This is an optimization exercise on Yosys and OpenROAD, whose aim is small area, a short achievable clock period and few clock cycles per item, not a production implementation.
At most, simulation tests tie the RTL to the original design; equivalence was not proved.
Power and IR drop assume default switching activity.

== the reference run ==
==> module m960_conv_enc, before the edit <==
module m960_conv_enc (
    input  wire [39:0] a,         
    input  wire        ftol,      
    output wire [39:0] ma,        
    output wire [31:0] mb,        
    output wire        neg,       
    output wire        big,       
    output wire [5:0]  c          
);
    wire        fs   = a[31];
    wire [7:0]  e    = a[30:23];
    wire [22:0] t    = a[22:0];
    wire        nan  = (e == 8'hFF) && (t != 23'd0);
    wire [23:0] m    = {e != 8'd0, t};
    assign      big  = (e >= 8'd134) && !nan;
    wire        fhi  = (e >= 8'd120);
    wire [7:0]  fk   = fhi ? (e - 8'd105) : (e - 8'd90);
    wire        fnz  = (e >= 8'd94) && (e <= 8'd133);
    wire [39:0] fa   = fhi ? {1'b0, m, 15'd0} : {16'd0, m};
    wire [31:0] fb   = fnz ? (32'd1 << fk[4:0]) : 32'd0;
    wire        ys   = a[39];
    wire [39:0] u    = a ^ {40{ys}};
    wire        r1   = (u[39:23] != 17'd0);
    wire        r3   = (u[39:7] == 33'd0);
    wire [39:0] la   = r1 ? a : r3 ? {a[7:0], 32'd0} : {a[23:0], 16'd0};
    wire [39:0] pre0 = {1'b0, u[39:1]};
    wire [39:0] pre1 = pre0 | {1'b0, pre0[39:1]};
    wire [39:0] pre2 = pre1 | {2'b0, pre1[39:2]};
    wire [39:0] pre3 = pre2 | {4'b0, pre2[39:4]};
    wire [39:0] pre4 = pre3 | {8'b0, pre3[39:8]};
    wire [39:0] pre5 = pre4 | {16'b0, pre4[39:16]};
    wire [39:0] above = pre5 | {32'b0, pre5[39:32]};
    wire [39:0] h    = u & ~above;
    wire        uz   = ~(above[0] | u[0]);
    reg  [31:0] lb;
    integer     k;
    always @* begin
        lb = 32'd0;
        for (k = 23; k <= 39; k = k + 1) lb[51-k] = lb[51-k] | h[k];    
        for (k = 7;  k <= 22; k = k + 1) lb[35-k] = lb[35-k] | h[k];    
        for (k = 0;  k <= 6;  k = k + 1) lb[19-k] = lb[19-k] | h[k];    
        lb[20] = lb[20] | uz;                                          
    end
    reg  [5:0]  lz;
    always @* begin
        lz = 6'd40;
        for (k = 0; k < 40; k = k + 1)
            if (u[k]) lz = 6'd39 - k[5:0];
    end
    assign c   = lz;
    assign neg = ftol ? fs : ys;
    assign ma  = ftol ? fa : la;
    assign mb  = ftol ? fb : lb;
endmodule
Settings: LEC_CHECK=0, CAP_MARGIN=20, CORE_MARGIN=2, CORE_UTILIZATION=40, SLEW_MARGIN=20; clock period 15.0 ns.
run.sh (not shown) runs the stock make flow with config.mk's settings and CLKGATE_MAP_FILE= SYNTH_SCRIPT=/design/flow/synth_recipe.tcl, a recipe that flattens the netlist after the stock synthesis.
Inputs modified between the reference run and the trial run:
diff --git a/flow/design.v b/flow/design.v
--- a/flow/design.v
+++ b/flow/design.v
@@ -1,59 +1,48 @@
 module m960_conv_enc (
     input  wire [39:0] a,         
     input  wire        ftol,      
-    output wire [39:0] ma,        
-    output wire [31:0] mb,        
+    output reg  [39:0] ma,        
+    output reg  [31:0] mb,        
     output wire        neg,       
     output wire        big,       
     output wire [5:0]  c          
 );
     wire        fs   = a[31];
     wire [7:0]  e    = a[30:23];
     wire [22:0] t    = a[22:0];
     wire        nan  = (e == 8'hFF) && (t != 23'd0);
     wire [23:0] m    = {e != 8'd0, t};
     assign      big  = (e >= 8'd134) && !nan;
-    wire        fhi  = (e >= 8'd120);
-    wire [7:0]  fk   = fhi ? (e - 8'd105) : (e - 8'd90);
-    wire        fnz  = (e >= 8'd94) && (e <= 8'd133);
-    wire [39:0] fa   = fhi ? {1'b0, m, 15'd0} : {16'd0, m};
-    wire [31:0] fb   = fnz ? (32'd1 << fk[4:0]) : 32'd0;
+    wire        lo   = (e >= 8'd118);               
+    wire        mid  = (e >= 8'd94) && !lo;         
+    wire [7:0]  fk   = lo ? (e - 8'd105) : (e - 8'd90);
+    wire        fnz  = (lo || mid) && !big && !nan;
     wire        ys   = a[39];
     wire [39:0] u    = a ^ {40{ys}};
-    wire        r1   = (u[39:23] != 17'd0);
-    wire        r3   = (u[39:7] == 33'd0);
-    wire [39:0] la   = r1 ? a : r3 ? {a[7:0], 32'd0} : {a[23:0], 16'd0};
-    wire [39:0] pre0 = {1'b0, u[39:1]};
-    wire [39:0] pre1 = pre0 | {1'b0, pre0[39:1]};
-    wire [39:0] pre2 = pre1 | {2'b0, pre1[39:2]};
-    wire [39:0] pre3 = pre2 | {4'b0, pre2[39:4]};
-    wire [39:0] pre4 = pre3 | {8'b0, pre3[39:8]};
-    wire [39:0] pre5 = pre4 | {16'b0, pre4[39:16]};
-    wire [39:0] above = pre5 | {32'b0, pre5[39:32]};
-    wire [39:0] h    = u & ~above;
-    wire        uz   = ~(above[0] | u[0]);
-    reg  [31:0] lb;
     integer     k;
-    always @* begin
-        lb = 32'd0;
-        for (k = 23; k <= 39; k = k + 1) lb[51-k] = lb[51-k] | h[k];    
-        for (k = 7;  k <= 22; k = k + 1) lb[35-k] = lb[35-k] | h[k];    
-        for (k = 0;  k <= 6;  k = k + 1) lb[19-k] = lb[19-k] | h[k];    
-        lb[20] = lb[20] | uz;                                          
-    end
     reg  [5:0]  lz;
     always @* begin
         lz = 6'd40;
         for (k = 0; k < 40; k = k + 1)
             if (u[k]) lz = 6'd39 - k[5:0];
     end
-    assign c   = lz;
+    assign c = lz;
+    wire        r1   = (lz <= 6'd18);
+    wire        r2   = !r1 && (lz <= 6'd34);
+    wire [5:0]  lk   = r1 ? (lz + 6'd12) : r2 ? (lz - 6'd4) : (lz - 6'd20);
     assign neg = ftol ? fs : ys;
-    assign ma  = ftol ? fa : la;
-    assign mb  = ftol ? fb : lb;
+    always @* begin
+        if (ftol) begin
+            ma = lo ? {1'b0, m, 15'd0} : {16'd0, m};
+            mb = fnz ? (32'd1 << fk[4:0]) : 32'd0;
+        end else begin
+            ma = r1 ? a : r2 ? {a[23:0], 16'd0} : {a[7:0], 32'd0};
+            mb = 32'd1 << lk[4:0];
+        end
+    end
 endmodule
 module m960_xacc_lane (
     input  wire        clk,
     input  wire        rst,         
     input  wire        in_valid,
     output wire        in_ready,
[summary]
The trial run reached the end of the flow, and the finished layout is clean on the timing, design-rule and antenna checks. The trial run: met2 global-route usage is 0.29 points lower than what the reference run reported. The final reports for the trial run and the reference run show share of total power in sequential cells lower in the former. On the trial run: area of placed instances is about 0.4% lower than what the reference run gave. In the tables for the trial run and the reference run, total half-perimeter wirelength after legalization and detailed placement reads lower with the trial run. From the reference run to the trial run the numbers moved as follows: data required time of the critical path went up; footprint of the multi-input gates went down 0.77%; total power consumption of the routed design moved up; clock-buffer cell count saw an increase. Layout inverter count without the clock tree in the trial run vs the reference run: up about 1.3%. Looking at the trial run and the reference run, the area of all placed cells without fillers is a wash. When the trial run is set beside the reference run, its global routing usage on met3 turns out to be 0.52 points larger. Per the comparison of the trial run with the reference run, combinational cell fraction of total power down 0.8 points, final standard cell count with taps included and fillers excluded saw a decrease. The amount of wire on met2 after detailed routing of the trial run falls short of that of the reference run by 890 µm.
Testbench counts of the trial run, summed over its fixed seeds: cycles 32,040, ops 32,000.
For the reference run, only the layout was checked, not whether the RTL still works.


== the baseline ==
m960_xacc_lane, a different RTL version from the one above (not shown whole).
Size: roughly 170 I/O pins, ~64,000 um2 of cells after synthesis.
==> module m960_conv_enc, before the edit <==
module m960_conv_enc (
    input  wire [39:0] a,         
    input  wire        ftol,      
    output wire [39:0] ma,        
    output wire [31:0] mb,        
    output wire        neg,       
    output wire        big,       
    output wire [1:0]  q          
);
    wire        fs   = a[31];
    wire [7:0]  e    = a[30:23];
    wire [22:0] t    = a[22:0];
    wire        nan  = (e == 8'hFF) && (t != 23'd0);
    wire [23:0] m    = {e != 8'd0, t};
    assign      big  = (e >= 8'd134) && !nan;
    wire        fhi  = (e >= 8'd120);
    wire [7:0]  fk   = fhi ? (e - 8'd105) : (e - 8'd90);
    wire        fnz  = (e >= 8'd94) && (e <= 8'd133);
    wire [39:0] fa   = fhi ? {1'b0, m, 15'd0} : {16'd0, m};
    wire [31:0] fb   = fnz ? (32'd1 << fk[4:0]) : 32'd0;
    wire        ys   = a[39];
    wire [38:0] d    = a[38:0] ^ a[39:1];
    wire        r1   = (d[38:23] != 16'd0);
    wire        r3   = (d[38:7] == 32'd0);
    wire [39:0] la   = r1 ? a : r3 ? {a[7:0], 32'd0} : {a[23:0], 16'd0};
    assign q = r1 ? 2'd0 : r3 ? 2'd2 : 2'd1;
    wire [38:0] pre0 = {1'b0, d[38:1]};
    wire [38:0] pre1 = pre0 | {1'b0, pre0[38:1]};
    wire [38:0] pre2 = pre1 | {2'b0, pre1[38:2]};
    wire [38:0] pre3 = pre2 | {4'b0, pre2[38:4]};
    wire [38:0] pre4 = pre3 | {8'b0, pre3[38:8]};
    wire [38:0] pre5 = pre4 | {16'b0, pre4[38:16]};
    wire [38:0] above = pre5 | {32'b0, pre5[38:32]};
    wire [38:0] h    = d & ~above;      
    wire        uz   = ~(above[0] | d[0]);
    reg  [31:0] lb;
    integer     k;
    always @* begin
        lb = 32'd0;
        for (k = 23; k <= 38; k = k + 1) lb[51-k] = lb[51-k] | h[k];    
        for (k = 7;  k <= 22; k = k + 1) lb[35-k] = lb[35-k] | h[k];    
        for (k = 0;  k <= 6;  k = k + 1) lb[19-k] = lb[19-k] | h[k];    
        lb[20] = lb[20] | uz;                                          
    end
    assign neg = ftol ? fs : ys;
    assign ma  = ftol ? fa : la;
    assign mb  = ftol ? fb : lb;
endmodule
clock: 15.0 ns
lec_check: 0
cap_margin: 20
core_margin: 2
core_utilization: 40
slew_margin: 20
standard.sh (not shown) runs the stock make flow with config.mk's settings and CLKGATE_MAP_FILE= SYNTH_SCRIPT=/design/flow/synth_recipe.tcl, a recipe that flattens the netlist after the stock synthesis.
==> flow/flow/run.sh <==
#!/bin/bash
set -euo pipefail
bash standard.sh synth > standard_synth.log 2>&1
export SETUP_SLACK_MARGIN=10.7
export BUFFER_PORTS_ARGS="-buffer_cell sky130_fd_sc_hd__buf_2"
bash standard.sh finish > standard_finish.log 2>&1
#### Input delta (the candidate over the baseline)
diff --git a/flow/design.v b/flow/design.v
--- a/flow/design.v
+++ b/flow/design.v
@@ -11,38 +11,53 @@
     wire [7:0]  e    = a[30:23];
     wire [22:0] t    = a[22:0];
     wire        nan  = (e == 8'hFF) && (t != 23'd0);
     wire [23:0] m    = {e != 8'd0, t};
     assign      big  = (e >= 8'd134) && !nan;
-    wire        fhi  = (e >= 8'd120);
-    wire [7:0]  fk   = fhi ? (e - 8'd105) : (e - 8'd90);
-    wire        fnz  = (e >= 8'd94) && (e <= 8'd133);
-    wire [39:0] fa   = fhi ? {1'b0, m, 15'd0} : {16'd0, m};
-    wire [31:0] fb   = fnz ? (32'd1 << fk[4:0]) : 32'd0;
+    wire        f0   = (e[7:1] == 7'b0101111);
+    wire        f1   = (e[7:4] == 4'b0110);
+    wire        f2   = (e[7:4] == 4'b0111);
+    wire        f3   = (e[7:4] == 4'b1000) && (e[3:0] <= 4'd5);
+    wire [15:0] dec  = 16'd1 << e[3:0];
+    wire [39:0] fa   = f0 ? {16'd0, m} : f1 ? {10'd0, m, 6'd0} : {1'b0, m, 15'd0};
+    wire [31:0] fb   = ({32{f0}} & {26'd0, dec[15:14], 4'd0}) |
+                       ({32{f1}} & {16'd0, dec}) |
+                       ({32{f2}} & {9'd0, dec, 7'd0}) |
+                       ({32{f3}} & {3'd0, dec[5:0], 23'd0});
     wire        ys   = a[39];
     wire [38:0] d    = a[38:0] ^ a[39:1];
     wire        r1   = (d[38:23] != 16'd0);
     wire        r3   = (d[38:7] == 32'd0);
     wire [39:0] la   = r1 ? a : r3 ? {a[7:0], 32'd0} : {a[23:0], 16'd0};
     assign q = r1 ? 2'd0 : r3 ? 2'd2 : 2'd1;
-    wire [38:0] pre0 = {1'b0, d[38:1]};
-    wire [38:0] pre1 = pre0 | {1'b0, pre0[38:1]};
-    wire [38:0] pre2 = pre1 | {2'b0, pre1[38:2]};
-    wire [38:0] pre3 = pre2 | {4'b0, pre2[38:4]};
-    wire [38:0] pre4 = pre3 | {8'b0, pre3[38:8]};
-    wire [38:0] pre5 = pre4 | {16'b0, pre4[38:16]};
-    wire [38:0] above = pre5 | {32'b0, pre5[38:32]};
-    wire [38:0] h    = d & ~above;      
-    wire        uz   = ~(above[0] | d[0]);
+    function [15:0] lead16;              
+        input [15:0] w;
+        integer i;
+        reg     seen;
+        begin
+            lead16 = 16'd0;
+            seen = 1'b0;
+            for (i = 15; i >= 0; i = i - 1) begin
+                lead16[i] = w[i] && !seen;
+                seen = seen || w[i];
+            end
+        end
+    endfunction
+    wire        nz2  = (d[22:7] != 16'd0);
+    wire        nz3  = (d[6:0] != 7'd0);
+    wire [15:0] h1   = lead16(d[38:23]);
+    wire [15:0] h2   = lead16(d[22:7]) & {16{!r1}};
+    wire [15:0] h3   = lead16({d[6:0], 9'd0}) & {16{!r1 && !nz2}};
+    wire        uz   = !r1 && !nz2 && !nz3;
     reg  [31:0] lb;
     integer     k;
     always @* begin
         lb = 32'd0;
-        for (k = 23; k <= 38; k = k + 1) lb[51-k] = lb[51-k] | h[k];    
-        for (k = 7;  k <= 22; k = k + 1) lb[35-k] = lb[35-k] | h[k];    
-        for (k = 0;  k <= 6;  k = k + 1) lb[19-k] = lb[19-k] | h[k];    
-        lb[20] = lb[20] | uz;                                          
+        for (k = 23; k <= 38; k = k + 1) lb[51-k] = lb[51-k] | h1[k-23];   
+        for (k = 7;  k <= 22; k = k + 1) lb[35-k] = lb[35-k] | h2[k-7];    
+        for (k = 0;  k <= 6;  k = k + 1) lb[19-k] = lb[19-k] | h3[k+9];    
+        lb[20] = lb[20] | uz;                                             
     end
     assign neg = ftol ? fs : ys;
     assign ma  = ftol ? fa : la;
     assign mb  = ftol ? fb : lb;
 endmodule
==> comparison <==
- Taking the baseline as the reference, in the candidate number of fill cells went up by about 2.4%; synthesized cell count +about 2.5%; post-layout net count up about 1.2%; overall track demand over capacity in global routing ~0 delta.
- Looking at fraction of layout instances using a drive strength above 1 across the baseline and the candidate, the one that comes out higher is the baseline.
- Per the final summary, the candidate finished and its layout is clean on timing, DRC and antenna.
- The worst setup slack after placement of the candidate exceeds that of the baseline by 0.13 ns.
- The area of all sequential standard cells on the baseline is in line with that on the candidate.
- Row fraction of area in registers: the candidate lower / the baseline higher
- Taking the baseline as the reference, in the candidate final instance area rose by about 1.5%, setup slack rose by 0.35 ns.
No functional check of the RTL was part of any run of this note.

## what the ideal ports hide
How much do the figures lean on ideal ports? The routed layouts below were timed once more, with nothing changed but the port constraints. Step 1, drivers: a clkbuf_16 drives clk and a buf_2 each remaining input, both assumed. Step 2 times the ports against the registers' clock, not the clock port: input delays grow and output delays shrink by t, the midpoint of the rising clock arrivals with the driver on. Slacks: ideal / step 1 / step 2; pairs: ideal / step 1.
run | t (ns) | setup WS [ns] | worst slew at a driven data input, ns | cell pins on the clock port's net
the reference run | 0.810 | 8.484 / 8.549 / 7.739 | 0.05 | 1
the trial run | 0.821 | 8.388 / 8.438 / 7.617 | 0.04 | 1
the baseline | 0.795 | 9.538 / 9.554 / 8.759 | 0.06 | 1
the candidate | 0.808 | 9.887 / 9.902 / 9.094 | 0.08 | 1
After both steps every run listed still meets setup and hold. For the candidate, which loses most, drivers alone change the setup slack by +0.015 ns; drivers and shift together by -0.793 ns.
